Context: an optimization exercise on an open-source flow, tuned for small area, a short achievable clock period and few clock cycles per item. The choices shown serve that exercise and are no tape-out recipe.
No run shown here included a check of the RTL's function; only the layout flow was run.

==> flow/design.v <==
module dx_ecc (
    input  wire        clk,
    input  wire        rst,
    input  wire        in_valid,
    output wire        in_ready,
    input  wire        in_op,
    input  wire [63:0] in_data,
    input  wire [15:0] in_check,
    output reg         out_valid,
    output reg  [63:0] out_data,
    output reg  [15:0] out_check,
    output reg  [2:0]  out_status
);
    assign in_ready = 1'b1;
    function automatic [12:0] gf_pmul(input [6:0] a, input [6:0] b);
        integer i, j;
        begin
            gf_pmul = 13'd0;
            for (i = 0; i < 7; i = i + 1)
                for (j = 0; j < 7; j = j + 1)
                    gf_pmul[i + j] = gf_pmul[i + j] ^ (a[i] & b[j]);
        end
    endfunction
    function automatic [6:0] gf_mul(input [6:0] a, input [6:0] b);
        reg [12:0] p;
        integer i;
        begin
            p = 13'd0;
            for (i = 0; i < 7; i = i + 1)
                if (b[i]) p = p ^ ({6'd0, a} << i);
            for (i = 12; i >= 7; i = i - 1)
                if (p[i]) p = p ^ (13'h89 << (i - 7));
            gf_mul = p[6:0];
        end
    endfunction
    localparam [127:0] GF_INV3_T0 = 128'h85171f397d3521e1ec0715d9c155d956;
    localparam [127:0] GF_INV3_T1 = 128'h077bca8c40edde83cfa9b8fae20590f0;
    localparam [127:0] GF_INV3_T2 = 128'hd3d8a3c4b729aac8883ed3b1ef77e000;
    localparam [127:0] GF_INV3_T3 = 128'h9d7459fd639529fbdb72e2c062284688;
    localparam [127:0] GF_INV3_T4 = 128'h76d02a17ab13d34bf22b331b534913bc;
    localparam [127:0] GF_INV3_T5 = 128'h7a55ce6bcde0f5c45424a2b9e9a25f80;
    localparam [127:0] GF_INV3_T6 = 128'h4ae285f65b8d65a17edf971ddc8880a0;
    function automatic [6:0] gf_inv3(input [6:0] x);
        begin
            gf_inv3[0] = GF_INV3_T0[x];
            gf_inv3[1] = GF_INV3_T1[x];
            gf_inv3[2] = GF_INV3_T2[x];
            gf_inv3[3] = GF_INV3_T3[x];
            gf_inv3[4] = GF_INV3_T4[x];
            gf_inv3[5] = GF_INV3_T5[x];
            gf_inv3[6] = GF_INV3_T6[x];
        end
    endfunction
    localparam [127:0] IN_SET_T0 = 128'h341efc53e5ef0f6366edbbb9ab551f7e;
    function automatic [0:0] in_set(input [6:0] x);
        begin
            in_set[0] = IN_SET_T0[x];
        end
    endfunction
    function automatic [6:0] gf_sq(input [6:0] x);
        begin
            gf_sq[0] = ^(x & 7'h01);
            gf_sq[1] = ^(x & 7'h50);
            gf_sq[2] = ^(x & 7'h02);
            gf_sq[3] = ^(x & 7'h20);
            gf_sq[4] = ^(x & 7'h54);
            gf_sq[5] = ^(x & 7'h40);
            gf_sq[6] = ^(x & 7'h28);
        end
    endfunction
    function automatic [6:0] gf_ht(input [6:0] x);
        begin
            gf_ht[0] = ^(x & 7'h00);
            gf_ht[1] = ^(x & 7'h5c);
            gf_ht[2] = ^(x & 7'h58);
            gf_ht[3] = ^(x & 7'h60);
            gf_ht[4] = ^(x & 7'h16);
            gf_ht[5] = ^(x & 7'h68);
            gf_ht[6] = ^(x & 7'h48);
        end
    endfunction
    function automatic [6:0] gf_ht13(input [12:0] x);
        begin
            gf_ht13[0] = ^(x & 13'h0000);
            gf_ht13[1] = ^(x & 13'h13dc);
            gf_ht13[2] = ^(x & 13'h11d8);
            gf_ht13[3] = ^(x & 13'h1660);
            gf_ht13[4] = ^(x & 13'h0a16);
            gf_ht13[5] = ^(x & 13'h1ae8);
            gf_ht13[6] = ^(x & 13'h08c8);
        end
    endfunction
    function automatic [6:0] pois_lin(input [6:0] x);
        begin
            pois_lin[0] = ^(x & 7'h1c);
            pois_lin[1] = ^(x & 7'h33);
            pois_lin[2] = ^(x & 7'h12);
            pois_lin[3] = ^(x & 7'h2c);
            pois_lin[4] = ^(x & 7'h3b);
            pois_lin[5] = ^(x & 7'h2b);
            pois_lin[6] = ^(x & 7'h13);
        end
    endfunction
    wire [0:0] v_0;
    reg  [0:0] v_1;
    reg  [0:0] v_2;
    reg  [0:0] v_3;
    wire [0:0] op_0;
    reg  [0:0] op_1;
    reg  [0:0] op_2;
    wire [63:0] d_0;
    reg  [63:0] d_1;
    reg  [63:0] d_2;
    reg  [63:0] d_3;
    wire [15:0] c_0;
    reg  [15:0] c_1;
    wire [6:0] s1_0;
    reg  [6:0] s1_1;
    reg  [6:0] s1_2;
    wire [6:0] s3_0;
    reg  [6:0] s3_1;
    wire [0:0] q_0;
    reg  [0:0] q_1;
    wire [0:0] p1_0;
    reg  [0:0] p1_1;
    reg  [0:0] p1_2;
    wire [0:0] s15_0;
    reg  [0:0] s15_1;
    reg  [0:0] s15_2;
    wire [14:0] cb_1;
    reg  [14:0] cb_2;
    reg  [14:0] cb_3;
    wire [6:0] e_1;
    wire [6:0] i3_1;
    wire [6:0] z_1;
    reg  [6:0] z_2;
    wire [0:0] t0_1;
    reg  [0:0] t0_2;
    wire [0:0] ez_1;
    reg  [0:0] ez_2;
    wire [0:0] szero_1;
    reg  [0:0] szero_2;
    wire [0:0] pz_1;
    reg  [0:0] pz_2;
    wire [6:0] x1_2;
    reg  [6:0] x1_3;
    wire [6:0] x2_2;
    reg  [6:0] x2_3;
    wire [0:0] in1_2;
    wire [0:0] in2_2;
    wire [0:0] s1z_2;
    wire [0:0] corr_2;
    reg  [0:0] corr_3;
    wire [0:0] keep_2;
    reg  [0:0] keep_3;
    wire [0:0] e78_2;
    reg  [0:0] e78_3;
    wire [2:0] st_2;
    reg  [2:0] st_3;
    wire [77:0] hit_3;
    wire [63:0] od_3;
    reg  [63:0] od_4;
    wire [14:0] oc_3;
    reg  [14:0] oc_4;
    wire [2:0] ost_3;
    reg  [2:0] ost_4;
    wire [0:0] ov_3;
    reg  [0:0] ov_4;
    generate if (1) begin : g_in
        assign v_0 = in_valid;
        assign op_0 = in_op;
        assign d_0 = in_data;
        assign c_0 = in_check;
    end endgenerate
    generate if (1) begin : g_S
        wire [13:0] cg = c_0[13:0] & {14{op_0}};
        wire [275:0] xt;
        assign xt[0] = d_0[10] ^ d_0[61];
        assign xt[1] = d_0[11] ^ d_0[62];
        assign xt[2] = d_0[3] ^ d_0[19];
        assign xt[3] = d_0[6] ^ d_0[58];
        assign xt[4] = d_0[9] ^ d_0[43];
        assign xt[5] = d_0[37] ^ d_0[38];
        assign xt[6] = d_0[44] ^ xt[0];
        assign xt[7] = d_0[5] ^ d_0[53];
        assign xt[8] = d_0[13] ^ d_0[42];
        assign xt[9] = d_0[16] ^ d_0[23];
        assign xt[10] = d_0[24] ^ d_0[36];
        assign xt[11] = d_0[45] ^ d_0[59];
        assign xt[12] = d_0[46] ^ d_0[60];
        assign xt[13] = d_0[1] ^ d_0[12];
        assign xt[14] = d_0[2] ^ d_0[25];
        assign xt[15] = d_0[4] ^ d_0[52];
        assign xt[16] = d_0[7] ^ d_0[41];
        assign xt[17] = d_0[14] ^ d_0[17];
        assign xt[18] = d_0[26] ^ d_0[47];
        assign xt[19] = d_0[20] ^ xt[1];
        assign xt[20] = d_0[35] ^ xt[9];
        assign xt[21] = d_0[54] ^ xt[3];
        assign xt[22] = d_0[57] ^ xt[4];
        assign xt[23] = d_0[15] ^ d_0[18];
        assign xt[24] = d_0[34] ^ d_0[39];
        assign xt[25] = d_0[48] ^ cg[9];
        assign xt[26] = d_0[55] ^ d_0[63];
        assign xt[27] = d_0[8] ^ xt[8];
        assign xt[28] = d_0[32] ^ xt[2];
        assign xt[29] = d_0[33] ^ xt[5];
        assign xt[30] = cg[7] ^ xt[10];
        assign xt[31] = cg[8] ^ xt[14];
        assign xt[32] = d_0[31] ^ xt[6];
        assign xt[33] = d_0[0] ^ d_0[22];
        assign xt[34] = d_0[21] ^ d_0[27];
        assign xt[35] = d_0[40] ^ cg[13];
        assign xt[36] = d_0[28] ^ xt[12];
        assign xt[37] = d_0[29] ^ xt[24];
        assign xt[38] = d_0[49] ^ xt[17];
        assign xt[39] = d_0[51] ^ xt[7];
        assign xt[40] = d_0[56] ^ xt[11];
        assign xt[41] = cg[10] ^ xt[18];
        assign xt[42] = xt[16] ^ xt[26];
        assign xt[43] = d_0[30] ^ xt[22];
        assign xt[44] = cg[11] ^ xt[30];
        assign xt[45] = xt[13] ^ xt[29];
        assign xt[46] = xt[15] ^ xt[21];
        assign xt[47] = xt[20] ^ xt[27];
        assign xt[48] = d_0[50] ^ xt[23];
        assign xt[49] = cg[5] ^ xt[42];
        assign xt[50] = cg[12] ^ xt[31];
        assign xt[51] = xt[19] ^ xt[25];
        assign xt[52] = cg[6] ^ xt[47];
        assign xt[53] = xt[32] ^ xt[39];
        assign xt[54] = xt[33] ^ xt[46];
        assign xt[55] = xt[41] ^ xt[51];
        assign xt[56] = cg[4] ^ xt[35];
        assign xt[57] = d_0[58] ^ xt[28];
        assign xt[58] = d_0[63] ^ xt[38];
        assign xt[59] = xt[6] ^ xt[48];
        assign xt[60] = xt[34] ^ xt[37];
        assign xt[61] = cg[3] ^ xt[44];
        assign xt[62] = xt[1] ^ xt[43];
        assign xt[63] = xt[40] ^ xt[50];
        assign xt[64] = d_0[0] ^ d_0[48];
        assign xt[65] = d_0[4] ^ d_0[28];
        assign xt[66] = d_0[9] ^ d_0[23];
        assign xt[67] = d_0[11] ^ d_0[25];
        assign xt[68] = d_0[12] ^ d_0[15];
        assign xt[69] = d_0[19] ^ cg[7];
        assign xt[70] = d_0[26] ^ d_0[59];
        assign xt[71] = d_0[32] ^ d_0[40];
        assign xt[72] = d_0[33] ^ d_0[61];
        assign xt[73] = d_0[41] ^ d_0[42];
        assign xt[74] = d_0[34] ^ xt[12];
        assign xt[75] = d_0[37] ^ xt[17];
        assign xt[76] = d_0[45] ^ xt[34];
        assign xt[77] = d_0[47] ^ xt[10];
        assign xt[78] = d_0[51] ^ xt[0];
        assign xt[79] = cg[0] ^ xt[7];
        assign xt[80] = cg[8] ^ xt[13];
        assign xt[81] = cg[9] ^ xt[67];
        assign xt[82] = cg[13] ^ xt[2];
        assign xt[83] = xt[4] ^ xt[73];
        assign xt[84] = xt[35] ^ xt[68];
        assign xt[85] = d_0[38] ^ xt[36];
        assign xt[86] = cg[1] ^ xt[36];
        assign xt[87] = cg[2] ^ xt[28];
        assign xt[88] = cg[4] ^ xt[19];
        assign xt[89] = xt[5] ^ xt[20];
        assign xt[90] = xt[11] ^ xt[79];
        assign xt[91] = xt[21] ^ xt[77];
        assign xt[92] = d_0[5] ^ xt[60];
        assign xt[93] = d_0[29] ^ xt[45];
        assign xt[94] = d_0[57] ^ xt[57];
        assign xt[95] = d_0[62] ^ xt[32];
        assign xt[96] = xt[18] ^ xt[59];
        assign xt[97] = xt[22] ^ xt[58];
        assign xt[98] = xt[43] ^ xt[49];
        assign xt[99] = xt[44] ^ xt[75];
        assign xt[100] = xt[45] ^ xt[65];
        assign xt[101] = xt[49] ^ xt[80];
        assign xt[102] = d_0[24] ^ xt[63];
        assign xt[103] = d_0[27] ^ xt[52];
        assign xt[104] = d_0[36] ^ xt[54];
        assign xt[105] = d_0[39] ^ xt[53];
        assign xt[106] = xt[38] ^ xt[54];
        assign xt[107] = xt[52] ^ xt[53];
        assign xt[108] = xt[55] ^ xt[61];
        assign xt[109] = xt[56] ^ xt[107];
        assign xt[110] = d_0[1] ^ d_0[27];
        assign xt[111] = d_0[61] ^ xt[64];
        assign xt[112] = xt[71] ^ xt[110];
        assign xt[113] = xt[36] ^ xt[42];
        assign xt[114] = xt[111] ^ xt[112];
        assign xt[115] = xt[47] ^ xt[90];
        assign xt[116] = xt[113] ^ xt[114];
        assign xt[117] = xt[62] ^ xt[99];
        assign xt[118] = xt[115] ^ xt[116];
        assign xt[119] = xt[117] ^ xt[118];
        assign xt[120] = d_0[8] ^ d_0[56];
        assign xt[121] = xt[23] ^ xt[120];
        assign xt[122] = xt[83] ^ xt[121];
        assign xt[123] = xt[50] ^ xt[58];
        assign xt[124] = xt[86] ^ xt[91];
        assign xt[125] = xt[122] ^ xt[93];
        assign xt[126] = xt[95] ^ xt[123];
        assign xt[127] = xt[124] ^ xt[125];
        assign xt[128] = xt[126] ^ xt[127];
        assign xt[129] = d_0[7] ^ d_0[16];
        assign xt[130] = cg[13] ^ xt[5];
        assign xt[131] = xt[8] ^ xt[11];
        assign xt[132] = xt[14] ^ xt[25];
        assign xt[133] = xt[26] ^ xt[129];
        assign xt[134] = xt[37] ^ xt[130];
        assign xt[135] = xt[131] ^ xt[132];
        assign xt[136] = xt[133] ^ xt[87];
        assign xt[137] = xt[134] ^ xt[135];
        assign xt[138] = xt[62] ^ xt[96];
        assign xt[139] = xt[136] ^ xt[137];
        assign xt[140] = xt[138] ^ xt[139];
        assign xt[141] = d_0[20] ^ d_0[49];
        assign xt[142] = d_0[55] ^ d_0[56];
        assign xt[143] = cg[10] ^ xt[8];
        assign xt[144] = xt[16] ^ xt[66];
        assign xt[145] = xt[70] ^ xt[141];
        assign xt[146] = xt[142] ^ xt[143];
        assign xt[147] = xt[144] ^ xt[145];
        assign xt[148] = xt[146] ^ xt[147];
        assign xt[149] = xt[61] ^ xt[94];
        assign xt[150] = xt[100] ^ xt[148];
        assign xt[151] = xt[105] ^ xt[149];
        assign xt[152] = xt[150] ^ xt[151];
        assign xt[153] = d_0[10] ^ d_0[14];
        assign xt[154] = d_0[43] ^ d_0[50];
        assign xt[155] = d_0[57] ^ d_0[60];
        assign xt[156] = cg[11] ^ xt[71];
        assign xt[157] = xt[153] ^ xt[154];
        assign xt[158] = xt[155] ^ xt[27];
        assign xt[159] = xt[29] ^ xt[156];
        assign xt[160] = xt[157] ^ xt[46];
        assign xt[161] = xt[88] ^ xt[158];
        assign xt[162] = xt[159] ^ xt[92];
        assign xt[163] = xt[160] ^ xt[161];
        assign xt[164] = xt[102] ^ xt[162];
        assign xt[165] = xt[163] ^ xt[164];
        assign xt[166] = d_0[3] ^ d_0[14];
        assign xt[167] = d_0[21] ^ d_0[22];
        assign xt[168] = d_0[35] ^ d_0[44];
        assign xt[169] = cg[12] ^ xt[3];
        assign xt[170] = xt[24] ^ xt[70];
        assign xt[171] = xt[72] ^ xt[166];
        assign xt[172] = xt[167] ^ xt[168];
        assign xt[173] = xt[39] ^ xt[81];
        assign xt[174] = xt[84] ^ xt[169];
        assign xt[175] = xt[170] ^ xt[171];
        assign xt[176] = xt[172] ^ xt[85];
        assign xt[177] = xt[173] ^ xt[174];
        assign xt[178] = xt[175] ^ xt[98];
        assign xt[179] = xt[176] ^ xt[177];
        assign xt[180] = xt[178] ^ xt[179];
        assign xt[181] = d_0[60] ^ xt[16];
        assign xt[182] = xt[37] ^ xt[40];
        assign xt[183] = xt[41] ^ xt[84];
        assign xt[184] = xt[181] ^ xt[182];
        assign xt[185] = xt[183] ^ xt[95];
        assign xt[186] = xt[184] ^ xt[103];
        assign xt[187] = xt[104] ^ xt[185];
        assign xt[188] = xt[186] ^ xt[187];
        assign xt[189] = cg[5] ^ xt[72];
        assign xt[190] = xt[28] ^ xt[30];
        assign xt[191] = xt[83] ^ xt[189];
        assign xt[192] = xt[90] ^ xt[190];
        assign xt[193] = xt[191] ^ xt[55];
        assign xt[194] = xt[192] ^ xt[106];
        assign xt[195] = xt[193] ^ xt[194];
        assign xt[196] = d_0[0] ^ d_0[17];
        assign xt[197] = xt[196] ^ xt[40];
        assign xt[198] = xt[82] ^ xt[88];
        assign xt[199] = xt[89] ^ xt[91];
        assign xt[200] = xt[197] ^ xt[101];
        assign xt[201] = xt[198] ^ xt[199];
        assign xt[202] = xt[105] ^ xt[200];
        assign xt[203] = xt[201] ^ xt[202];
        assign xt[204] = d_0[12] ^ d_0[13];
        assign xt[205] = d_0[52] ^ d_0[54];
        assign xt[206] = xt[9] ^ xt[204];
        assign xt[207] = xt[205] ^ xt[31];
        assign xt[208] = xt[82] ^ xt[206];
        assign xt[209] = xt[85] ^ xt[207];
        assign xt[210] = xt[208] ^ xt[92];
        assign xt[211] = xt[97] ^ xt[209];
        assign xt[212] = xt[108] ^ xt[210];
        assign xt[213] = xt[211] ^ xt[212];
        assign xt[214] = d_0[52] ^ cg[1];
        assign xt[215] = cg[6] ^ xt[33];
        assign xt[216] = xt[66] ^ xt[214];
        assign xt[217] = xt[74] ^ xt[76];
        assign xt[218] = xt[81] ^ xt[215];
        assign xt[219] = xt[216] ^ xt[57];
        assign xt[220] = xt[217] ^ xt[218];
        assign xt[221] = xt[96] ^ xt[99];
        assign xt[222] = xt[101] ^ xt[219];
        assign xt[223] = xt[220] ^ xt[221];
        assign xt[224] = xt[222] ^ xt[223];
        assign xt[225] = d_0[18] ^ d_0[21];
        assign xt[226] = d_0[41] ^ d_0[47];
        assign xt[227] = xt[12] ^ xt[15];
        assign xt[228] = xt[25] ^ xt[225];
        assign xt[229] = xt[226] ^ xt[31];
        assign xt[230] = xt[227] ^ xt[228];
        assign xt[231] = xt[229] ^ xt[230];
        assign xt[232] = xt[94] ^ xt[231];
        assign xt[233] = xt[232] ^ xt[109];
        assign xt[234] = d_0[2] ^ d_0[55];
        assign xt[235] = cg[3] ^ cg[12];
        assign xt[236] = xt[7] ^ xt[69];
        assign xt[237] = xt[234] ^ xt[235];
        assign xt[238] = xt[56] ^ xt[74];
        assign xt[239] = xt[236] ^ xt[237];
        assign xt[240] = xt[59] ^ xt[89];
        assign xt[241] = xt[238] ^ xt[239];
        assign xt[242] = xt[62] ^ xt[240];
        assign xt[243] = xt[241] ^ xt[104];
        assign xt[244] = xt[242] ^ xt[243];
        assign xt[245] = d_0[22] ^ d_0[46];
        assign xt[246] = d_0[53] ^ cg[2];
        assign xt[247] = xt[23] ^ xt[69];
        assign xt[248] = xt[245] ^ xt[246];
        assign xt[249] = xt[78] ^ xt[247];
        assign xt[250] = xt[248] ^ xt[249];
        assign xt[251] = xt[55] ^ xt[100];
        assign xt[252] = xt[250] ^ xt[102];
        assign xt[253] = xt[103] ^ xt[251];
        assign xt[254] = xt[252] ^ xt[253];
        assign xt[255] = d_0[2] ^ d_0[7];
        assign xt[256] = xt[2] ^ xt[3];
        assign xt[257] = xt[15] ^ xt[64];
        assign xt[258] = xt[255] ^ xt[19];
        assign xt[259] = xt[76] ^ xt[78];
        assign xt[260] = xt[256] ^ xt[257];
        assign xt[261] = xt[258] ^ xt[259];
        assign xt[262] = xt[260] ^ xt[93];
        assign xt[263] = xt[97] ^ xt[261];
        assign xt[264] = xt[262] ^ xt[263];
        assign xt[265] = cg[0] ^ c_0[14];
        assign xt[266] = xt[265] ^ xt[48];
        assign xt[267] = xt[45] ^ xt[60];
        assign xt[268] = xt[86] ^ xt[87];
        assign xt[269] = xt[266] ^ xt[63];
        assign xt[270] = xt[98] ^ xt[267];
        assign xt[271] = xt[268] ^ xt[106];
        assign xt[272] = xt[108] ^ xt[269];
        assign xt[273] = xt[270] ^ xt[109];
        assign xt[274] = xt[271] ^ xt[272];
        assign xt[275] = xt[273] ^ xt[274];
        assign s1_0[0] = xt[119];
        assign s1_0[1] = xt[128];
        assign s1_0[2] = xt[140];
        assign s1_0[3] = xt[152];
        assign s1_0[4] = xt[165];
        assign s1_0[5] = xt[180];
        assign s1_0[6] = xt[188];
        assign s3_0[0] = xt[195];
        assign s3_0[1] = xt[203];
        assign s3_0[2] = xt[213];
        assign s3_0[3] = xt[224];
        assign s3_0[4] = xt[233];
        assign s3_0[5] = xt[244];
        assign s3_0[6] = xt[254];
        assign q_0 = xt[264];
        assign p1_0 = xt[275];
        assign s15_0 = c_0[15];
    end endgenerate
    generate if (1) begin : g_cb
        wire [13:0] rd;
        wire [40:0] xr;
        assign xr[0] = s1_1[0] ^ s3_1[0];
        assign xr[1] = s1_1[1] ^ s3_1[3];
        assign xr[2] = s1_1[2] ^ s3_1[6];
        assign xr[3] = s1_1[3] ^ s1_1[5];
        assign xr[4] = xr[1] ^ xr[2];
        assign xr[5] = s1_1[4] ^ s1_1[6];
        assign xr[6] = s3_1[1] ^ s3_1[5];
        assign xr[7] = s3_1[2] ^ xr[0];
        assign xr[8] = s3_1[4] ^ xr[5];
        assign xr[9] = xr[3] ^ xr[4];
        assign xr[10] = s1_1[6] ^ xr[1];
        assign xr[11] = s3_1[2] ^ xr[6];
        assign xr[12] = s3_1[5] ^ xr[0];
        assign xr[13] = s1_1[3] ^ xr[4];
        assign xr[14] = xr[0] ^ xr[8];
        assign xr[15] = xr[6] ^ xr[9];
        assign xr[16] = s3_1[0] ^ s3_1[5];
        assign xr[17] = xr[2] ^ xr[3];
        assign xr[18] = xr[5] ^ xr[16];
        assign xr[19] = xr[17] ^ xr[18];
        assign xr[20] = s3_1[3] ^ xr[2];
        assign xr[21] = xr[11] ^ xr[20];
        assign xr[22] = s1_1[2] ^ s1_1[5];
        assign xr[23] = xr[22] ^ xr[14];
        assign xr[24] = xr[3] ^ xr[10];
        assign xr[25] = xr[3] ^ xr[12];
        assign xr[26] = s1_1[5] ^ s3_1[4];
        assign xr[27] = s3_1[5] ^ xr[26];
        assign xr[28] = xr[7] ^ xr[27];
        assign xr[29] = xr[10] ^ xr[11];
        assign xr[30] = xr[3] ^ xr[7];
        assign xr[31] = xr[8] ^ xr[30];
        assign xr[32] = xr[7] ^ xr[13];
        assign xr[33] = s1_1[4] ^ xr[12];
        assign xr[34] = xr[13] ^ xr[33];
        assign xr[35] = s1_1[4] ^ s3_1[1];
        assign xr[36] = xr[35] ^ xr[7];
        assign xr[37] = xr[9] ^ xr[36];
        assign xr[38] = xr[14] ^ xr[15];
        assign xr[39] = s3_1[2] ^ xr[8];
        assign xr[40] = xr[9] ^ xr[39];
        assign rd[0] = xr[19];
        assign rd[1] = xr[21];
        assign rd[2] = xr[23];
        assign rd[3] = xr[24];
        assign rd[4] = xr[25];
        assign rd[5] = xr[15];
        assign rd[6] = xr[28];
        assign rd[7] = xr[29];
        assign rd[8] = xr[31];
        assign rd[9] = xr[32];
        assign rd[10] = xr[34];
        assign rd[11] = xr[37];
        assign rd[12] = xr[38];
        assign rd[13] = xr[40];
        assign cb_1 = op_1 ? c_1[14:0] : {q_1, rd};
    end endgenerate
    generate if (1) begin : g_E
        assign e_1 = gf_mul(s1_1, gf_sq(s1_1)) ^ s3_1;
        assign i3_1 = gf_inv3(s1_1);
    end endgenerate
    generate if (1) begin : g_K
        wire [12:0] kp = gf_pmul(e_1, i3_1);
        assign z_1 = gf_ht13(kp);
        assign t0_1 = ~^(kp & 13'h0881);
        assign ez_1 = (e_1 == 7'd0);
        assign szero_1 = (s1_1 == 7'd0) && (e_1 == 7'd0);
        wire [6:0] ts1 = s1_1 ^ 7'h40;
        wire tz = (ts1 == 7'd0) && (e_1 == 7'h12);
        wire ts = in_set(ts1) && (e_1 == (pois_lin(s1_1) ^ 7'h12));
        wire [1:0] tp = {s15_1, p1_1} ^ 2'd2;
        assign pz_1 = (tz && (tp != 2'd3)) || (ts && (tp == 2'd1));
    end endgenerate
    generate if (1) begin : g_X
        assign x1_2 = gf_mul(s1_2, z_2);
        assign x2_2 = x1_2 ^ s1_2;
        assign in1_2 = in_set(x1_2);
        assign in2_2 = in_set(x2_2);
        assign s1z_2 = (s1_2 == 7'd0);
    end endgenerate
    generate if (1) begin : g_st
        wire ok1 = !s1z_2 && ez_2 && in2_2;
        wire ok2 = !s1z_2 && !ez_2 && t0_2 && in1_2 && in2_2;
        wire one = (ok1 && p1_2 && !s15_2) || (szero_2 && (p1_2 ^ s15_2));
        wire two = (ok2 && !p1_2 && !s15_2) || (ok1 && (p1_2 == s15_2)) || (szero_2 && p1_2 && s15_2);
        wire clean = szero_2 && !p1_2 && !s15_2;
        assign st_2 = !op_2 || clean ? 3'd0 : one ? 3'd1 : two ? 3'd2 : pz_2 ? 3'd3 : 3'd4;
        assign corr_2 = op_2 && (one || two);
        assign keep_2 = !op_2 || clean || one || two;
        assign e78_2 = p1_2 ^ (ez_2 && !szero_2);
    end endgenerate
    generate if (1) begin : g_hit
        assign hit_3[0] = (x1_3 == 7'h01) || (x2_3 == 7'h01);
        assign hit_3[1] = (x1_3 == 7'h02) || (x2_3 == 7'h02);
        assign hit_3[2] = (x1_3 == 7'h04) || (x2_3 == 7'h04);
        assign hit_3[3] = (x1_3 == 7'h08) || (x2_3 == 7'h08);
        assign hit_3[4] = (x1_3 == 7'h10) || (x2_3 == 7'h10);
        assign hit_3[5] = (x1_3 == 7'h20) || (x2_3 == 7'h20);
        assign hit_3[6] = (x1_3 == 7'h40) || (x2_3 == 7'h40);
        assign hit_3[7] = (x1_3 == 7'h09) || (x2_3 == 7'h09);
        assign hit_3[8] = (x1_3 == 7'h12) || (x2_3 == 7'h12);
        assign hit_3[9] = (x1_3 == 7'h24) || (x2_3 == 7'h24);
        assign hit_3[10] = (x1_3 == 7'h48) || (x2_3 == 7'h48);
        assign hit_3[11] = (x1_3 == 7'h19) || (x2_3 == 7'h19);
        assign hit_3[12] = (x1_3 == 7'h32) || (x2_3 == 7'h32);
        assign hit_3[13] = (x1_3 == 7'h64) || (x2_3 == 7'h64);
        assign hit_3[14] = (x1_3 == 7'h41) || (x2_3 == 7'h41);
        assign hit_3[15] = (x1_3 == 7'h0b) || (x2_3 == 7'h0b);
        assign hit_3[16] = (x1_3 == 7'h16) || (x2_3 == 7'h16);
        assign hit_3[17] = (x1_3 == 7'h2c) || (x2_3 == 7'h2c);
        assign hit_3[18] = (x1_3 == 7'h58) || (x2_3 == 7'h58);
        assign hit_3[19] = (x1_3 == 7'h39) || (x2_3 == 7'h39);
        assign hit_3[20] = (x1_3 == 7'h72) || (x2_3 == 7'h72);
        assign hit_3[21] = (x1_3 == 7'h6d) || (x2_3 == 7'h6d);
        assign hit_3[22] = (x1_3 == 7'h53) || (x2_3 == 7'h53);
        assign hit_3[23] = (x1_3 == 7'h2f) || (x2_3 == 7'h2f);
        assign hit_3[24] = (x1_3 == 7'h5e) || (x2_3 == 7'h5e);
        assign hit_3[25] = (x1_3 == 7'h35) || (x2_3 == 7'h35);
        assign hit_3[26] = (x1_3 == 7'h6a) || (x2_3 == 7'h6a);
        assign hit_3[27] = (x1_3 == 7'h5d) || (x2_3 == 7'h5d);
        assign hit_3[28] = (x1_3 == 7'h33) || (x2_3 == 7'h33);
        assign hit_3[29] = (x1_3 == 7'h66) || (x2_3 == 7'h66);
        assign hit_3[30] = (x1_3 == 7'h45) || (x2_3 == 7'h45);
        assign hit_3[31] = (x1_3 == 7'h03) || (x2_3 == 7'h03);
        assign hit_3[32] = (x1_3 == 7'h06) || (x2_3 == 7'h06);
        assign hit_3[33] = (x1_3 == 7'h0c) || (x2_3 == 7'h0c);
        assign hit_3[34] = (x1_3 == 7'h18) || (x2_3 == 7'h18);
        assign hit_3[35] = (x1_3 == 7'h30) || (x2_3 == 7'h30);
        assign hit_3[36] = (x1_3 == 7'h60) || (x2_3 == 7'h60);
        assign hit_3[37] = (x1_3 == 7'h49) || (x2_3 == 7'h49);
        assign hit_3[38] = (x1_3 == 7'h1b) || (x2_3 == 7'h1b);
        assign hit_3[39] = (x1_3 == 7'h36) || (x2_3 == 7'h36);
        assign hit_3[40] = (x1_3 == 7'h6c) || (x2_3 == 7'h6c);
        assign hit_3[41] = (x1_3 == 7'h51) || (x2_3 == 7'h51);
        assign hit_3[42] = (x1_3 == 7'h2b) || (x2_3 == 7'h2b);
        assign hit_3[43] = (x1_3 == 7'h56) || (x2_3 == 7'h56);
        assign hit_3[44] = (x1_3 == 7'h25) || (x2_3 == 7'h25);
        assign hit_3[45] = (x1_3 == 7'h4a) || (x2_3 == 7'h4a);
        assign hit_3[46] = (x1_3 == 7'h1d) || (x2_3 == 7'h1d);
        assign hit_3[47] = (x1_3 == 7'h3a) || (x2_3 == 7'h3a);
        assign hit_3[48] = (x1_3 == 7'h74) || (x2_3 == 7'h74);
        assign hit_3[49] = (x1_3 == 7'h61) || (x2_3 == 7'h61);
        assign hit_3[50] = (x1_3 == 7'h4b) || (x2_3 == 7'h4b);
        assign hit_3[51] = (x1_3 == 7'h1f) || (x2_3 == 7'h1f);
        assign hit_3[52] = (x1_3 == 7'h3e) || (x2_3 == 7'h3e);
        assign hit_3[53] = (x1_3 == 7'h7c) || (x2_3 == 7'h7c);
        assign hit_3[54] = (x1_3 == 7'h71) || (x2_3 == 7'h71);
        assign hit_3[55] = (x1_3 == 7'h6b) || (x2_3 == 7'h6b);
        assign hit_3[56] = (x1_3 == 7'h5f) || (x2_3 == 7'h5f);
        assign hit_3[57] = (x1_3 == 7'h37) || (x2_3 == 7'h37);
        assign hit_3[58] = (x1_3 == 7'h6e) || (x2_3 == 7'h6e);
        assign hit_3[59] = (x1_3 == 7'h55) || (x2_3 == 7'h55);
        assign hit_3[60] = (x1_3 == 7'h23) || (x2_3 == 7'h23);
        assign hit_3[61] = (x1_3 == 7'h46) || (x2_3 == 7'h46);
        assign hit_3[62] = (x1_3 == 7'h05) || (x2_3 == 7'h05);
        assign hit_3[63] = (x1_3 == 7'h0a) || (x2_3 == 7'h0a);
        assign hit_3[64] = (x1_3 == 7'h14) || (x2_3 == 7'h14);
        assign hit_3[65] = (x1_3 == 7'h28) || (x2_3 == 7'h28);
        assign hit_3[66] = (x1_3 == 7'h50) || (x2_3 == 7'h50);
        assign hit_3[67] = (x1_3 == 7'h29) || (x2_3 == 7'h29);
        assign hit_3[68] = (x1_3 == 7'h52) || (x2_3 == 7'h52);
        assign hit_3[69] = (x1_3 == 7'h2d) || (x2_3 == 7'h2d);
        assign hit_3[70] = (x1_3 == 7'h5a) || (x2_3 == 7'h5a);
        assign hit_3[71] = (x1_3 == 7'h3d) || (x2_3 == 7'h3d);
        assign hit_3[72] = (x1_3 == 7'h7a) || (x2_3 == 7'h7a);
        assign hit_3[73] = (x1_3 == 7'h7d) || (x2_3 == 7'h7d);
        assign hit_3[74] = (x1_3 == 7'h73) || (x2_3 == 7'h73);
        assign hit_3[75] = (x1_3 == 7'h6f) || (x2_3 == 7'h6f);
        assign hit_3[76] = (x1_3 == 7'h57) || (x2_3 == 7'h57);
        assign hit_3[77] = (x1_3 == 7'h27) || (x2_3 == 7'h27);
    end endgenerate
    generate if (1) begin : g_out
        assign od_3 = {64{keep_3}} & (d_3 ^ ({64{corr_3}} & hit_3[77:14]));
        assign oc_3 = {15{keep_3}} & (cb_3 ^ ({15{corr_3}} & {e78_3, hit_3[13:0]}));
        assign ost_3 = st_3;
        assign ov_3 = v_3;
    end endgenerate
    always @(posedge clk) begin
        v_1 <= rst ? 1'b0 : v_0;
        v_2 <= rst ? 1'b0 : v_1;
        v_3 <= rst ? 1'b0 : v_2;
        op_1 <= op_0;
        op_2 <= op_1;
        d_1 <= d_0;
        d_2 <= d_1;
        d_3 <= d_2;
        c_1 <= c_0;
        s1_1 <= s1_0;
        s1_2 <= s1_1;
        s3_1 <= s3_0;
        q_1 <= q_0;
        p1_1 <= p1_0;
        p1_2 <= p1_1;
        s15_1 <= s15_0;
        s15_2 <= s15_1;
        cb_2 <= cb_1;
        cb_3 <= cb_2;
        z_2 <= z_1;
        t0_2 <= t0_1;
        ez_2 <= ez_1;
        szero_2 <= szero_1;
        pz_2 <= pz_1;
        x1_3 <= x1_2;
        x2_3 <= x2_2;
        corr_3 <= corr_2;
        keep_3 <= keep_2;
        e78_3 <= e78_2;
        st_3 <= st_2;
        od_4 <= od_3;
        oc_4 <= oc_3;
        ost_4 <= ost_3;
        ov_4 <= rst ? 1'b0 : ov_3;
    end
    always @* begin
        out_valid  = ov_4;
        out_data   = od_4;
        out_check  = {1'b0, oc_4};
        out_status = ost_4;
    end
endmodule
==> flow/flow/run.sh <==
#!/bin/bash
# Own flow: the standard layout (standard synthesis unchanged), with
#  - port buffers of sky130_fd_sc_hd__buf_2 instead of the automatically chosen cell;
set -euo pipefail
bash standard.sh \
  "SETUP_SLACK_MARGIN=${FLOW_SETUP_MARGIN:-9.9}" \
  "BUFFER_PORTS_ARGS=-buffer_cell sky130_fd_sc_hd__buf_2" \
  finish > standard_make.log 2>&1
==> flow/standard.sh <==
#!/bin/bash
# synth_recipe.tcl (not shown) runs the flow's synth.tcl, then flattens the netlist and writes it again
# the make line also repeats each setting of config.mk as NAME=value (left out here)
make -C /OpenROAD-flow-scripts/flow DESIGN_CONFIG=/design/flow/config.mk WORK_HOME=/design/flow/orfs CLKGATE_MAP_FILE= SYNTH_SCRIPT=/design/flow/synth_recipe.tcl "${@:-finish}"
==> flow/config.mk <==
export PLATFORM = sky130hd
export DESIGN_NAME = dx_ecc
export DESIGN_NICKNAME = dx_ecc
export VERILOG_FILES = /design/flow/design.v
export SDC_FILE = /design/flow/constraint.sdc
export NUM_CORES = 4
export LEC_CHECK = 0
export CAP_MARGIN = 20
export CORE_MARGIN = 2
export CORE_UTILIZATION = 40
export SLEW_MARGIN = 20
==> flow/constraint.sdc <==
create_clock -name core_clock -period 14.0 [get_ports {clk}]
set_input_delay 2.8000 -clock core_clock [delete_from_list [all_inputs] [get_ports {clk}]]
set_output_delay 2.8000 -clock core_clock [all_outputs]
set_load 0.01 [all_outputs]
==> reports/results.ini, run 1 <==
[synth]
synth_nets=2020
synth.largest_area_cell=dfxtp_1
synth_cell_types=89
synthTopCellsByArea=dfxtp_1 41%, xnor2_1 19%, nand2_1 4.5%
synth_area_sq_mm=0.0185
ys_async_sr_fraction=0
synth_most_common_cell=xnor2_1
yosys-top-cells-count=404 x xnor2_1, 381 x dfxtp_1, 224 x nand2_1
avgSynthCellArea_sq_um=9.69
ys_seq_elements=381
synth_top_area_frac=0.411
yosysWarningCount=1
ys_seq_area_frac=0.411
synthCells=1913
synth_edf_count=0
ys.flop_type=dfxtp_1

[setup_path]
critPathArrivalTime_ps=4520
required_ps=14470
worst-setup-path-type=in2reg
worstReg2RegStart=s1_1[0]$_DFF_P_
endpoint_kind=register
startpoint=in_data[15]
worstPathMaxFanout=3
setup.worst_path.start_class=primary input

[sta]
maxSlewViolCount=0
setup_tns_ps=0
fmax_ghz=0.247
hold_ws_ps=314
tightest_slew_ps=1020
setup_slack_ps=9960
finalHoldViolCount=0
fin_crit_ps=4040
max_slew_margin=0.316
rsz0062_at_grt=true
final.setup_skew_ps=23.2
finalCritPeriodShare=0.289
setup_viol=0

[grt]
antenna_found_initial=0
grt_pass1_wl_mm=83.8
grt_util_all_layers=0.233
overflow=0
grt_pass1_vias=13569
grt_max_degree=80

[worst_hold_path]
worstHoldPathType=reg2reg
worstHoldStart=d_2[4]$_DFF_P_

[detailed_routing]
postRouteAntennaNets=0
routedWlPerCell_microns=21.4
drt_iter0_markers=1447
vias=14264
drt_pre_antenna_iters=8
drcViolationCount=0
via_per_inst=5.22
routed_wl_mm=58.6

[clock_network]
cts-buffers-inserted=39
cts.sinks=381
cts-htree-levels=2
cts_tree=built
clockRootBuffer=clkbuf_16
cts_buffer_depth=3
insertion_delay_ps=560
clk_pin_slew_worst_paths_ps=60

[floorplanning]
placementRows=78
ioPinCount=169
die_y_microns=219
start_util=0.407
dieArea_sq_mm=0.0481
core-area_sq_mm=0.0456
die_w_microns=219

[cells_and_area]
syn_to_final_growth_pct=22.1
drive_gt1_frac=0.223
nets=2210
antenna_cells=0

[placed_design]
portBuffers=166
place_ws_ps=8500
dp_hpwl_mm=41.7
finalWeightedCongestion=0.960

[run_status]
status=no timing/DRC/antenna violations

[run]
max_cap_violations=0

==> routing by layer <==
layer  routed length, microns  up-vias  track usage  share of wire
met4                     1330        0       0.0581          0.023
met5                        0        -            0              0
met3                     5190       87       0.0549          0.089
met2                    26400      640        0.369           0.45
li1                         -     6739            -              -
met1                    25700     6798        0.320           0.44
==> area by class of cell <==
cell class,count,area (sq um)
Fill cell,4206,22900
Multi-Input combinational cell,1408,11100
Sequential cell,381,7650
Timing Repair Buffer,251,1690
Clock buffer,52,1110
Tap cell,600,751
Clock inverter,20,220
Inverter,22,105
==> cells by family (layout without fill, tap and decap cells) <==
logic type               count (synthesis)  count (layout)  synth area share
AND/OR/NAND/NOR                        531             531             0.139
multiplexers                            27              27            0.0209
buffers and inverters                  124             345            0.0348
XOR/XNOR                               532             532             0.274
flip-flops                             381             381             0.411
adder cells (fa/ha/maj)                 24              24            0.0161
AO/OA/AOI/OAI                          292             292             0.103
other                                    2               2          0.000405
==> stage by stage <==
step                std cells   util  area, sq um
finish                   2734  0.497        22600
CTS                      2694  0.482        22000
floorplan                1913      -        18800
detailed placement       2585  0.436        19900
global route             2734  0.497        22600
global placement         2585  0.436        19900
==> layout by cell type (no fill, tap or decap), types with 9 or more instances in the layout <==
cell type | synthesis | layout
a211oi_1 | 13 | 11
a21oi_1 | 47 | 46
a31oi_1 | 18 | 17
and2_1 | 83 | 83
and3_1 | 9 | 9
buf_2 | 29 | 161
buf_4 | 8 | 72
clkbuf_16 | 0 | 43
clkbuf_8 | 0 | 9
clkinv_2 | 0 | 10
clkinvlp_4 | 0 | 9
dfxtp_1 | 381 | 369
ha_1 | 23 | 17
inv_1 | 19 | 13
mux2i_1 | 10 | 9
nand2_1 | 224 | 222
nand2b_1 | 23 | 21
nand3_1 | 30 | 30
nor2_1 | 78 | 77
nor2b_1 | 26 | 25
nor3_1 | 13 | 12
o21ai_0 | 48 | 48
o22ai_1 | 84 | 84
o31ai_1 | 9 | 9
xnor2_1 | 404 | 363
xnor2_2 | 11 | 40
xnor2_4 | 1 | 13
xnor3_1 | 15 | 13
xor2_1 | 92 | 75
xor2_2 | 3 | 11
xor2_4 | 0 | 9
==> flip-flops by register name, indices dropped and copies added (netlist names), 3 cells and up <==
register and flops:
s1_1 7, s3_1 7, x2_3 7, d_2 64, d_1 64, d_3 64
c_1 15, oc_4 15, cb_2 15, ost_4 3, s1_2 7, cb_3 15
st_3 3, x1_3 7, z_2 6, od_4 64
==> critical path, cell delays in order <==
cell	delay, ps
buf_2	150
xor2_1	290
xor2_1	260
xnor2_2	160
xnor2_2	270
xnor2_1	130
xnor2_1	270
xnor2_1	180
==> path summary, 6_finish.rpt <==
path                           to  slack (ps)  cells past startpoint
setup / recovery  s3_1[3]$_DFF_P_        9960                      8
hold / removal     d_3[4]$_DFF_P_         310                      0
setup reg to reg   z_2[5]$_DFF_P_        9960                     16
hold reg to reg    d_3[4]$_DFF_P_         310                      0
==> what timing repair did <==
item	in CTS	in global routing
buffers inserted	35	36
pin swaps	17	24
resized for setup	72	49
endpoints found under the setup margin	21	16
hold buffers	0	0
cloned	2	4
==> run 2: changes to the inputs <==
--- a/flow/design.v
+++ b/flow/design.v
@@ -104,14 +104,12 @@
     wire [0:0] v_0;
     reg  [0:0] v_1;
     reg  [0:0] v_2;
-    reg  [0:0] v_3;
     wire [0:0] op_0;
     reg  [0:0] op_1;
     reg  [0:0] op_2;
     wire [63:0] d_0;
     reg  [63:0] d_1;
     reg  [63:0] d_2;
-    reg  [63:0] d_3;
     wire [15:0] c_0;
     reg  [15:0] c_1;
     wire [6:0] s1_0;
@@ -129,7 +127,6 @@
     reg  [0:0] s15_2;
     wire [14:0] cb_1;
     reg  [14:0] cb_2;
-    reg  [14:0] cb_3;
     wire [6:0] e_1;
     wire [6:0] i3_1;
     wire [6:0] z_1;
@@ -143,29 +140,23 @@
     wire [0:0] pz_1;
     reg  [0:0] pz_2;
     wire [6:0] x1_2;
-    reg  [6:0] x1_3;
     wire [6:0] x2_2;
-    reg  [6:0] x2_3;
     wire [0:0] in1_2;
     wire [0:0] in2_2;
     wire [0:0] s1z_2;
     wire [0:0] corr_2;
-    reg  [0:0] corr_3;
     wire [0:0] keep_2;
-    reg  [0:0] keep_3;
     wire [0:0] e78_2;
-    reg  [0:0] e78_3;
     wire [2:0] st_2;
-    reg  [2:0] st_3;
-    wire [77:0] hit_3;
-    wire [63:0] od_3;
-    reg  [63:0] od_4;
-    wire [14:0] oc_3;
-    reg  [14:0] oc_4;
-    wire [2:0] ost_3;
-    reg  [2:0] ost_4;
-    wire [0:0] ov_3;
-    reg  [0:0] ov_4;
+    wire [77:0] hit_2;
+    wire [63:0] od_2;
+    reg  [63:0] od_3;
+    wire [14:0] oc_2;
+    reg  [14:0] oc_3;
+    wire [2:0] ost_2;
+    reg  [2:0] ost_3;
+    wire [0:0] ov_2;
+    reg  [0:0] ov_3;
     generate if (1) begin : g_in
         assign v_0 = in_valid;
         assign op_0 = in_op;
@@ -564,100 +555,98 @@
         assign e78_2 = p1_2 ^ (ez_2 && !szero_2);
     end endgenerate
     generate if (1) begin : g_hit
-        assign hit_3[0] = (x1_3 == 7'h01) || (x2_3 == 7'h01);
-        assign hit_3[1] = (x1_3 == 7'h02) || (x2_3 == 7'h02);
-        assign hit_3[2] = (x1_3 == 7'h04) || (x2_3 == 7'h04);
-        assign hit_3[3] = (x1_3 == 7'h08) || (x2_3 == 7'h08);
-        assign hit_3[4] = (x1_3 == 7'h10) || (x2_3 == 7'h10);
-        assign hit_3[5] = (x1_3 == 7'h20) || (x2_3 == 7'h20);
-        assign hit_3[6] = (x1_3 == 7'h40) || (x2_3 == 7'h40);
-        assign hit_3[7] = (x1_3 == 7'h09) || (x2_3 == 7'h09);
-        assign hit_3[8] = (x1_3 == 7'h12) || (x2_3 == 7'h12);
-        assign hit_3[9] = (x1_3 == 7'h24) || (x2_3 == 7'h24);
-        assign hit_3[10] = (x1_3 == 7'h48) || (x2_3 == 7'h48);
-        assign hit_3[11] = (x1_3 == 7'h19) || (x2_3 == 7'h19);
-        assign hit_3[12] = (x1_3 == 7'h32) || (x2_3 == 7'h32);
-        assign hit_3[13] = (x1_3 == 7'h64) || (x2_3 == 7'h64);
-        assign hit_3[14] = (x1_3 == 7'h41) || (x2_3 == 7'h41);
-        assign hit_3[15] = (x1_3 == 7'h0b) || (x2_3 == 7'h0b);
-        assign hit_3[16] = (x1_3 == 7'h16) || (x2_3 == 7'h16);
-        assign hit_3[17] = (x1_3 == 7'h2c) || (x2_3 == 7'h2c);
-        assign hit_3[18] = (x1_3 == 7'h58) || (x2_3 == 7'h58);
-        assign hit_3[19] = (x1_3 == 7'h39) || (x2_3 == 7'h39);
-        assign hit_3[20] = (x1_3 == 7'h72) || (x2_3 == 7'h72);
-        assign hit_3[21] = (x1_3 == 7'h6d) || (x2_3 == 7'h6d);
-        assign hit_3[22] = (x1_3 == 7'h53) || (x2_3 == 7'h53);
-        assign hit_3[23] = (x1_3 == 7'h2f) || (x2_3 == 7'h2f);
-        assign hit_3[24] = (x1_3 == 7'h5e) || (x2_3 == 7'h5e);
-        assign hit_3[25] = (x1_3 == 7'h35) || (x2_3 == 7'h35);
-        assign hit_3[26] = (x1_3 == 7'h6a) || (x2_3 == 7'h6a);
-        assign hit_3[27] = (x1_3 == 7'h5d) || (x2_3 == 7'h5d);
-        assign hit_3[28] = (x1_3 == 7'h33) || (x2_3 == 7'h33);
-        assign hit_3[29] = (x1_3 == 7'h66) || (x2_3 == 7'h66);
-        assign hit_3[30] = (x1_3 == 7'h45) || (x2_3 == 7'h45);
-        assign hit_3[31] = (x1_3 == 7'h03) || (x2_3 == 7'h03);
-        assign hit_3[32] = (x1_3 == 7'h06) || (x2_3 == 7'h06);
-        assign hit_3[33] = (x1_3 == 7'h0c) || (x2_3 == 7'h0c);
-        assign hit_3[34] = (x1_3 == 7'h18) || (x2_3 == 7'h18);
-        assign hit_3[35] = (x1_3 == 7'h30) || (x2_3 == 7'h30);
-        assign hit_3[36] = (x1_3 == 7'h60) || (x2_3 == 7'h60);
-        assign hit_3[37] = (x1_3 == 7'h49) || (x2_3 == 7'h49);
-        assign hit_3[38] = (x1_3 == 7'h1b) || (x2_3 == 7'h1b);
-        assign hit_3[39] = (x1_3 == 7'h36) || (x2_3 == 7'h36);
-        assign hit_3[40] = (x1_3 == 7'h6c) || (x2_3 == 7'h6c);
-        assign hit_3[41] = (x1_3 == 7'h51) || (x2_3 == 7'h51);
-        assign hit_3[42] = (x1_3 == 7'h2b) || (x2_3 == 7'h2b);
-        assign hit_3[43] = (x1_3 == 7'h56) || (x2_3 == 7'h56);
-        assign hit_3[44] = (x1_3 == 7'h25) || (x2_3 == 7'h25);
-        assign hit_3[45] = (x1_3 == 7'h4a) || (x2_3 == 7'h4a);
-        assign hit_3[46] = (x1_3 == 7'h1d) || (x2_3 == 7'h1d);
-        assign hit_3[47] = (x1_3 == 7'h3a) || (x2_3 == 7'h3a);
-        assign hit_3[48] = (x1_3 == 7'h74) || (x2_3 == 7'h74);
-        assign hit_3[49] = (x1_3 == 7'h61) || (x2_3 == 7'h61);
-        assign hit_3[50] = (x1_3 == 7'h4b) || (x2_3 == 7'h4b);
-        assign hit_3[51] = (x1_3 == 7'h1f) || (x2_3 == 7'h1f);
-        assign hit_3[52] = (x1_3 == 7'h3e) || (x2_3 == 7'h3e);
-        assign hit_3[53] = (x1_3 == 7'h7c) || (x2_3 == 7'h7c);
-        assign hit_3[54] = (x1_3 == 7'h71) || (x2_3 == 7'h71);
-        assign hit_3[55] = (x1_3 == 7'h6b) || (x2_3 == 7'h6b);
-        assign hit_3[56] = (x1_3 == 7'h5f) || (x2_3 == 7'h5f);
-        assign hit_3[57] = (x1_3 == 7'h37) || (x2_3 == 7'h37);
-        assign hit_3[58] = (x1_3 == 7'h6e) || (x2_3 == 7'h6e);
-        assign hit_3[59] = (x1_3 == 7'h55) || (x2_3 == 7'h55);
-        assign hit_3[60] = (x1_3 == 7'h23) || (x2_3 == 7'h23);
-        assign hit_3[61] = (x1_3 == 7'h46) || (x2_3 == 7'h46);
-        assign hit_3[62] = (x1_3 == 7'h05) || (x2_3 == 7'h05);
-        assign hit_3[63] = (x1_3 == 7'h0a) || (x2_3 == 7'h0a);
-        assign hit_3[64] = (x1_3 == 7'h14) || (x2_3 == 7'h14);
-        assign hit_3[65] = (x1_3 == 7'h28) || (x2_3 == 7'h28);
-        assign hit_3[66] = (x1_3 == 7'h50) || (x2_3 == 7'h50);
-        assign hit_3[67] = (x1_3 == 7'h29) || (x2_3 == 7'h29);
-        assign hit_3[68] = (x1_3 == 7'h52) || (x2_3 == 7'h52);
-        assign hit_3[69] = (x1_3 == 7'h2d) || (x2_3 == 7'h2d);
-        assign hit_3[70] = (x1_3 == 7'h5a) || (x2_3 == 7'h5a);
-        assign hit_3[71] = (x1_3 == 7'h3d) || (x2_3 == 7'h3d);
-        assign hit_3[72] = (x1_3 == 7'h7a) || (x2_3 == 7'h7a);
-        assign hit_3[73] = (x1_3 == 7'h7d) || (x2_3 == 7'h7d);
-        assign hit_3[74] = (x1_3 == 7'h73) || (x2_3 == 7'h73);
-        assign hit_3[75] = (x1_3 == 7'h6f) || (x2_3 == 7'h6f);
-        assign hit_3[76] = (x1_3 == 7'h57) || (x2_3 == 7'h57);
-        assign hit_3[77] = (x1_3 == 7'h27) || (x2_3 == 7'h27);
+        assign hit_2[0] = (x1_2 == 7'h01) || (x2_2 == 7'h01);
+        assign hit_2[1] = (x1_2 == 7'h02) || (x2_2 == 7'h02);
+        assign hit_2[2] = (x1_2 == 7'h04) || (x2_2 == 7'h04);
+        assign hit_2[3] = (x1_2 == 7'h08) || (x2_2 == 7'h08);
+        assign hit_2[4] = (x1_2 == 7'h10) || (x2_2 == 7'h10);
+        assign hit_2[5] = (x1_2 == 7'h20) || (x2_2 == 7'h20);
+        assign hit_2[6] = (x1_2 == 7'h40) || (x2_2 == 7'h40);
+        assign hit_2[7] = (x1_2 == 7'h09) || (x2_2 == 7'h09);
+        assign hit_2[8] = (x1_2 == 7'h12) || (x2_2 == 7'h12);
+        assign hit_2[9] = (x1_2 == 7'h24) || (x2_2 == 7'h24);
+        assign hit_2[10] = (x1_2 == 7'h48) || (x2_2 == 7'h48);
+        assign hit_2[11] = (x1_2 == 7'h19) || (x2_2 == 7'h19);
+        assign hit_2[12] = (x1_2 == 7'h32) || (x2_2 == 7'h32);
+        assign hit_2[13] = (x1_2 == 7'h64) || (x2_2 == 7'h64);
+        assign hit_2[14] = (x1_2 == 7'h41) || (x2_2 == 7'h41);
+        assign hit_2[15] = (x1_2 == 7'h0b) || (x2_2 == 7'h0b);
+        assign hit_2[16] = (x1_2 == 7'h16) || (x2_2 == 7'h16);
+        assign hit_2[17] = (x1_2 == 7'h2c) || (x2_2 == 7'h2c);
+        assign hit_2[18] = (x1_2 == 7'h58) || (x2_2 == 7'h58);
+        assign hit_2[19] = (x1_2 == 7'h39) || (x2_2 == 7'h39);
+        assign hit_2[20] = (x1_2 == 7'h72) || (x2_2 == 7'h72);
+        assign hit_2[21] = (x1_2 == 7'h6d) || (x2_2 == 7'h6d);
+        assign hit_2[22] = (x1_2 == 7'h53) || (x2_2 == 7'h53);
+        assign hit_2[23] = (x1_2 == 7'h2f) || (x2_2 == 7'h2f);
+        assign hit_2[24] = (x1_2 == 7'h5e) || (x2_2 == 7'h5e);
+        assign hit_2[25] = (x1_2 == 7'h35) || (x2_2 == 7'h35);
+        assign hit_2[26] = (x1_2 == 7'h6a) || (x2_2 == 7'h6a);
+        assign hit_2[27] = (x1_2 == 7'h5d) || (x2_2 == 7'h5d);
+        assign hit_2[28] = (x1_2 == 7'h33) || (x2_2 == 7'h33);
+        assign hit_2[29] = (x1_2 == 7'h66) || (x2_2 == 7'h66);
+        assign hit_2[30] = (x1_2 == 7'h45) || (x2_2 == 7'h45);
+        assign hit_2[31] = (x1_2 == 7'h03) || (x2_2 == 7'h03);
+        assign hit_2[32] = (x1_2 == 7'h06) || (x2_2 == 7'h06);
+        assign hit_2[33] = (x1_2 == 7'h0c) || (x2_2 == 7'h0c);
+        assign hit_2[34] = (x1_2 == 7'h18) || (x2_2 == 7'h18);
+        assign hit_2[35] = (x1_2 == 7'h30) || (x2_2 == 7'h30);
+        assign hit_2[36] = (x1_2 == 7'h60) || (x2_2 == 7'h60);
+        assign hit_2[37] = (x1_2 == 7'h49) || (x2_2 == 7'h49);
+        assign hit_2[38] = (x1_2 == 7'h1b) || (x2_2 == 7'h1b);
+        assign hit_2[39] = (x1_2 == 7'h36) || (x2_2 == 7'h36);
+        assign hit_2[40] = (x1_2 == 7'h6c) || (x2_2 == 7'h6c);
+        assign hit_2[41] = (x1_2 == 7'h51) || (x2_2 == 7'h51);
+        assign hit_2[42] = (x1_2 == 7'h2b) || (x2_2 == 7'h2b);
+        assign hit_2[43] = (x1_2 == 7'h56) || (x2_2 == 7'h56);
+        assign hit_2[44] = (x1_2 == 7'h25) || (x2_2 == 7'h25);
+        assign hit_2[45] = (x1_2 == 7'h4a) || (x2_2 == 7'h4a);
+        assign hit_2[46] = (x1_2 == 7'h1d) || (x2_2 == 7'h1d);
+        assign hit_2[47] = (x1_2 == 7'h3a) || (x2_2 == 7'h3a);
+        assign hit_2[48] = (x1_2 == 7'h74) || (x2_2 == 7'h74);
+        assign hit_2[49] = (x1_2 == 7'h61) || (x2_2 == 7'h61);
+        assign hit_2[50] = (x1_2 == 7'h4b) || (x2_2 == 7'h4b);
+        assign hit_2[51] = (x1_2 == 7'h1f) || (x2_2 == 7'h1f);
+        assign hit_2[52] = (x1_2 == 7'h3e) || (x2_2 == 7'h3e);
+        assign hit_2[53] = (x1_2 == 7'h7c) || (x2_2 == 7'h7c);
+        assign hit_2[54] = (x1_2 == 7'h71) || (x2_2 == 7'h71);
+        assign hit_2[55] = (x1_2 == 7'h6b) || (x2_2 == 7'h6b);
+        assign hit_2[56] = (x1_2 == 7'h5f) || (x2_2 == 7'h5f);
+        assign hit_2[57] = (x1_2 == 7'h37) || (x2_2 == 7'h37);
+        assign hit_2[58] = (x1_2 == 7'h6e) || (x2_2 == 7'h6e);
+        assign hit_2[59] = (x1_2 == 7'h55) || (x2_2 == 7'h55);
+        assign hit_2[60] = (x1_2 == 7'h23) || (x2_2 == 7'h23);
+        assign hit_2[61] = (x1_2 == 7'h46) || (x2_2 == 7'h46);
+        assign hit_2[62] = (x1_2 == 7'h05) || (x2_2 == 7'h05);
+        assign hit_2[63] = (x1_2 == 7'h0a) || (x2_2 == 7'h0a);
+        assign hit_2[64] = (x1_2 == 7'h14) || (x2_2 == 7'h14);
+        assign hit_2[65] = (x1_2 == 7'h28) || (x2_2 == 7'h28);
+        assign hit_2[66] = (x1_2 == 7'h50) || (x2_2 == 7'h50);
+        assign hit_2[67] = (x1_2 == 7'h29) || (x2_2 == 7'h29);
+        assign hit_2[68] = (x1_2 == 7'h52) || (x2_2 == 7'h52);
+        assign hit_2[69] = (x1_2 == 7'h2d) || (x2_2 == 7'h2d);
+        assign hit_2[70] = (x1_2 == 7'h5a) || (x2_2 == 7'h5a);
+        assign hit_2[71] = (x1_2 == 7'h3d) || (x2_2 == 7'h3d);
+        assign hit_2[72] = (x1_2 == 7'h7a) || (x2_2 == 7'h7a);
+        assign hit_2[73] = (x1_2 == 7'h7d) || (x2_2 == 7'h7d);
+        assign hit_2[74] = (x1_2 == 7'h73) || (x2_2 == 7'h73);
+        assign hit_2[75] = (x1_2 == 7'h6f) || (x2_2 == 7'h6f);
+        assign hit_2[76] = (x1_2 == 7'h57) || (x2_2 == 7'h57);
+        assign hit_2[77] = (x1_2 == 7'h27) || (x2_2 == 7'h27);
     end endgenerate
     generate if (1) begin : g_out
-        assign od_3 = {64{keep_3}} & (d_3 ^ ({64{corr_3}} & hit_3[77:14]));
-        assign oc_3 = {15{keep_3}} & (cb_3 ^ ({15{corr_3}} & {e78_3, hit_3[13:0]}));
-        assign ost_3 = st_3;
-        assign ov_3 = v_3;
+        assign od_2 = {64{keep_2}} & (d_2 ^ ({64{corr_2}} & hit_2[77:14]));
+        assign oc_2 = {15{keep_2}} & (cb_2 ^ ({15{corr_2}} & {e78_2, hit_2[13:0]}));
+        assign ost_2 = st_2;
+        assign ov_2 = v_2;
     end endgenerate
     always @(posedge clk) begin
         v_1 <= rst ? 1'b0 : v_0;
         v_2 <= rst ? 1'b0 : v_1;
-        v_3 <= rst ? 1'b0 : v_2;
         op_1 <= op_0;
         op_2 <= op_1;
         d_1 <= d_0;
         d_2 <= d_1;
-        d_3 <= d_2;
         c_1 <= c_0;
         s1_1 <= s1_0;
         s1_2 <= s1_1;
@@ -668,27 +657,20 @@
         s15_1 <= s15_0;
         s15_2 <= s15_1;
         cb_2 <= cb_1;
-        cb_3 <= cb_2;
         z_2 <= z_1;
         t0_2 <= t0_1;
         ez_2 <= ez_1;
         szero_2 <= szero_1;
         pz_2 <= pz_1;
-        x1_3 <= x1_2;
-        x2_3 <= x2_2;
-        corr_3 <= corr_2;
-        keep_3 <= keep_2;
-        e78_3 <= e78_2;
-        st_3 <= st_2;
-        od_4 <= od_3;
-        oc_4 <= oc_3;
-        ost_4 <= ost_3;
-        ov_4 <= rst ? 1'b0 : ov_3;
+        od_3 <= od_2;
+        oc_3 <= oc_2;
+        ost_3 <= ost_2;
+        ov_3 <= rst ? 1'b0 : ov_2;
     end
     always @* begin
-        out_valid  = ov_4;
-        out_data   = od_4;
-        out_check  = {1'b0, oc_4};
-        out_status = ost_4;
+        out_valid  = ov_3;
+        out_data   = od_3;
+        out_check  = {1'b0, oc_3};
+        out_status = ost_3;
     end
 endmodule
==> flow/flow/run.sh (replaced) <==
#!/bin/bash
# Own flow: the standard layout (standard synthesis unchanged), with
#  - port buffers of sky130_fd_sc_hd__buf_2 instead of the automatically chosen cell;
set -euo pipefail
bash standard.sh \
  "SETUP_SLACK_MARGIN=${FLOW_SETUP_MARGIN:-9.3}" \
  "BUFFER_PORTS_ARGS=-buffer_cell sky130_fd_sc_hd__buf_2" \
  finish > standard_make.log 2>&1
==> run 2 against run 1 <==
  * Still clean on timing, DRC and antenna
  * Hold slack hardly changed
  * First-iteration DRC count is 16% higher
  * Register-to-register slack worse by 440 ps
  * Die area is 10% lower
  * Cell area is 17% lower
  * Sequential share of layout area is 3.8 points lower
  * Worst setup slack worse by 540 ps
  * Routed wire length is 6.7% lower
  * Clock skew is 0.62 ps lower
  * Critical path depth is 1 lower
  * Final cell count is 9.0% lower
  * Largest cell class unchanged
==> reports/results.ini, run 2 <==
[clock_network]
cts-htree-levels=1  ; -1
cts_buffer_depth=3  ; unchanged
ctsHoldBuffers=0  ; unchanged
cts.sinks=281  ; -26%
insertion_delay_ps=560  ; about the same
clockRootBuffer=clkbuf_16
cts_tree=built
cts-buffers-inserted=26  ; -33%

[synth]
synth_nets=1946  ; -3.7%
synthMuxAreaShare=0.0676  ; +0.0466
ys_seq_area_frac=0.339  ; -0.0727
ys_seq_elements=281  ; -26%
ys.flop_type=dfxtp_1
synth_cell_types=85  ; -4.5%
yosys.area_share.simple=0.146  ; +0.00648
synth_xor_area_frac=0.267  ; -0.00665
synth.largest_area_cell=dfxtp_1
avgSynthCellArea_sq_um=9.05  ; -6.6%
synthTopCellsByArea=dfxtp_1 34%, xnor2_1 19%, nand2_1 6.0%
synth_top_area_frac=0.339  ; -0.0727
yosysWarningCount=1  ; unchanged
synth_area_sq_mm=0.0166  ; -10%
synth_compound_area_frac=0.118  ; +0.0148
yosys-top-cells-count=352 x xnor2_1, 281 x dfxtp_1, 264 x nand2_1
ys_async_sr_fraction=0  ; unchanged
synth_most_common_cell=xnor2_1
synthCells=1835  ; -4.1%
synth_edf_count=0  ; unchanged

[floorplanning]
start_util=0.406  ; -0.000930
core-area_sq_mm=0.0409  ; -10%
ioPinCount=169  ; unchanged
die_w_microns=208  ; -5.3%
placementRows=74  ; -5.1%
dieArea_sq_mm=0.0432  ; -10%
die_y_microns=208  ; -5.3%

[cells_and_area]
seq_area_sq_mm=0.00563  ; -26%
reg.largest.list=d_1 x64, d_2 x64, od_3 x64
instances_no_fill=2489  ; -9.0%
n_fill_cell=3975  ; -5.5%
nets=2047  ; -7.4%
design_area_sq_mm=0.0188  ; -17%
syn_to_final_growth_pct=13.0
final_cell_mix=345 x xnor2_1, 276 x dfxtp_1, 264 x nand2_1
multiInputGateArea_sq_mm=0.0105  ; -5.9%
fin_util=0.459  ; -0.0379

[setup_path]
path_depth=7  ; -1
cp-endpoint=s3_1[2]$_DFF_P_
endpoint_kind=register
cp_num_buf_inv=1  ; unchanged
worstReg2RegStart=s1_1[4]$_DFF_P_
startpoint=in_data[62]
setup.worst_path.start_class=primary input
required_ps=14410  ; -60 ps
r2r-end=z_2[5]$_DFF_P_
cpPeakStageDelay_ps=490  ; +200 ps
cp_common_cell=xnor2_1
cp_slowest_cell=xnor3_1
r2r_cells=13  ; -3
r2r_slack_ps=9520  ; -440 ps
crit_chain=buf_2, xor2_1, xnor2_1, xnor2_1, xnor2_1, xnor2_1, xnor3_1

[detailed_routing]
vias=13651  ; -4.3%
postRouteAntennaNets=0  ; unchanged
via_per_inst=5.48  ; +5.1%
drcViolationCount=0  ; unchanged
routed_wl_mm=54.7  ; -6.7%
drt_iter0_markers=1675  ; +16%
routedWlPerCell_microns=22.0  ; +2.5%
drt_pre_antenna_iters=6  ; -2

[grt]
overflow=0  ; unchanged
top_usage_layer=met2
grtUsageMet1=0.362  ; +0.0414
grt_pass1_vias=12640  ; -6.8%
grt_pass1_wl_mm=80.5  ; -4.0%
grt_max_degree=85  ; +6.3%

[sta]
rsz0062_at_grt=false
fmax_ghz=0.218  ; -12%
hold_ws_ps=314  ; -0.487 ps
setup_slack_ps=9410  ; -544 ps
fin_crit_ps=4590  ; +544 ps
final.setup_skew_ps=22.6  ; -0.625 ps
finalHoldViolCount=0  ; unchanged
maxSlewViolCount=0  ; unchanged
finalCritPeriodShare=0.328  ; +0.0388
max_slew_margin=0.393  ; +0.0764
setup_viol=0  ; unchanged

[placed_design]
portBuffers=166  ; unchanged
dp_hpwl_mm=41.3  ; -0.92%
dp_cells=2432  ; -5.9%
finalWeightedCongestion=0.981  ; +2.2%
placedInstanceArea_sq_mm=0.0176  ; -11%

[worst_hold_path]
worstHoldPathType=reg2reg

[run_status]
status=no timing/DRC/antenna violations

[run]
max_cap_violations=0  ; unchanged

==> run 2: logic make-up (layout without fill, tap and decap cells) <==
logic type	Yosys count	in the layout
AO/OA/AOI/OAI	290	292
XOR/XNOR	463	463
adder cells (fa/ha/maj)	27	27
buffers and inverters	135	254
flip-flops	281	281
multiplexers	104	104
other	2	3
AND/OR/NAND/NOR	533	533
==> run 2: area by class of cell <==
cell class / instances / share of cell area
multi-input cells: 1421 / 0.557
well taps: 532 / 0.0354
repair inverters: 2 / 0.000533
inverters: 22 / 0.00480
diodes: 1 / 0.000133
repair buffers: 182 / 0.0534
flip-flops and latches: 281 / 0.300
clock inverters: 17 / 0.0123
clock buffers: 31 / 0.0367
==> run 2: routing by layer <==
layer / part of all wire / wire length (microns) / vias to the layer above
met3: 0.082 / 4460 / 84
met5: 0 / 0 / -
met1: 0.47 / 25700 / 6423
met2: 0.43 / 23400 / 684
li1: - / - / 6460
met4: 0.022 / 1200 / 0
==> run 2: worst register-to-register path, stage by stage, from the launching register on <==
cell and delay [ps]:
dfxtp_1 310, buf_4 370, inv_1 140, ha_2 580
xnor2_2 210, mux2i_1 270, xnor2_1 220, xnor3_1 660
nor2b_1 220, xnor3_1 360, xnor2_2 200, xnor3_2 510
xnor2_2 170, xnor2_1 150
==> run 2: worst min path at each step <==
stage	from	to	slack, ps	depth (start not counted)
finish	d_1[25]$_DFF_P_	d_2[25]$_DFF_P_	310	0
global route	d_1[41]$_DFF_P_	d_2[41]$_DFF_P_	330	0
CTS	d_1[25]$_DFF_P_	d_2[25]$_DFF_P_	320	0
detailed placement	d_1[15]$_DFF_P_	d_2[15]$_DFF_P_	310	0
global placement	d_1[44]$_DFF_P_	d_2[44]$_DFF_P_	310	0
floorplan	d_1[0]$_DFF_P_	d_2[0]$_DFF_P_	310	0
==> run 2: timing repair <==
| action | in CTS | in global routing |
|---|---|---|
| endpoints found under the setup margin | 71 | 88 |
| setup buffers | 2 | 2 |
| pin swaps | 2 | 1 |
| cloned | 4 | 0 |
| gates resized for setup | 11 | 26 |

==> what the ideal ports hide <==
No port has a modelled driver above. Below, the same layouts with a new extraction and two added sets of constraints.
Step 1 sets driving cells, clkbuf_16 on the clock port and buf_2 on the other inputs (assumed; they add their load-dependent delay and slew).
Step 2, shift: input delay + t, output delay - t, t = (earliest + latest rising clock arrival at the registers) / 2. This alone moves slack from input paths to output paths.
Three values: no drivers, after step 1, after step 2; two values: the first two.
| run | t (ns) | setup WS [ns] | worst register clock-pin slew, ns |
|---|---|---|---|
| run 1 | 0.607 | 9.956 / 9.963 / 9.376 | 0.07 / 0.07 |
| run 2 | 0.598 | 9.412 / 9.441 / 8.843 | 0.07 / 0.07 |
After both steps every run listed still meets setup and hold. For run 1, which loses most, drivers alone change the setup slack by +0.007 ns; drivers and shift together by -0.580 ns.
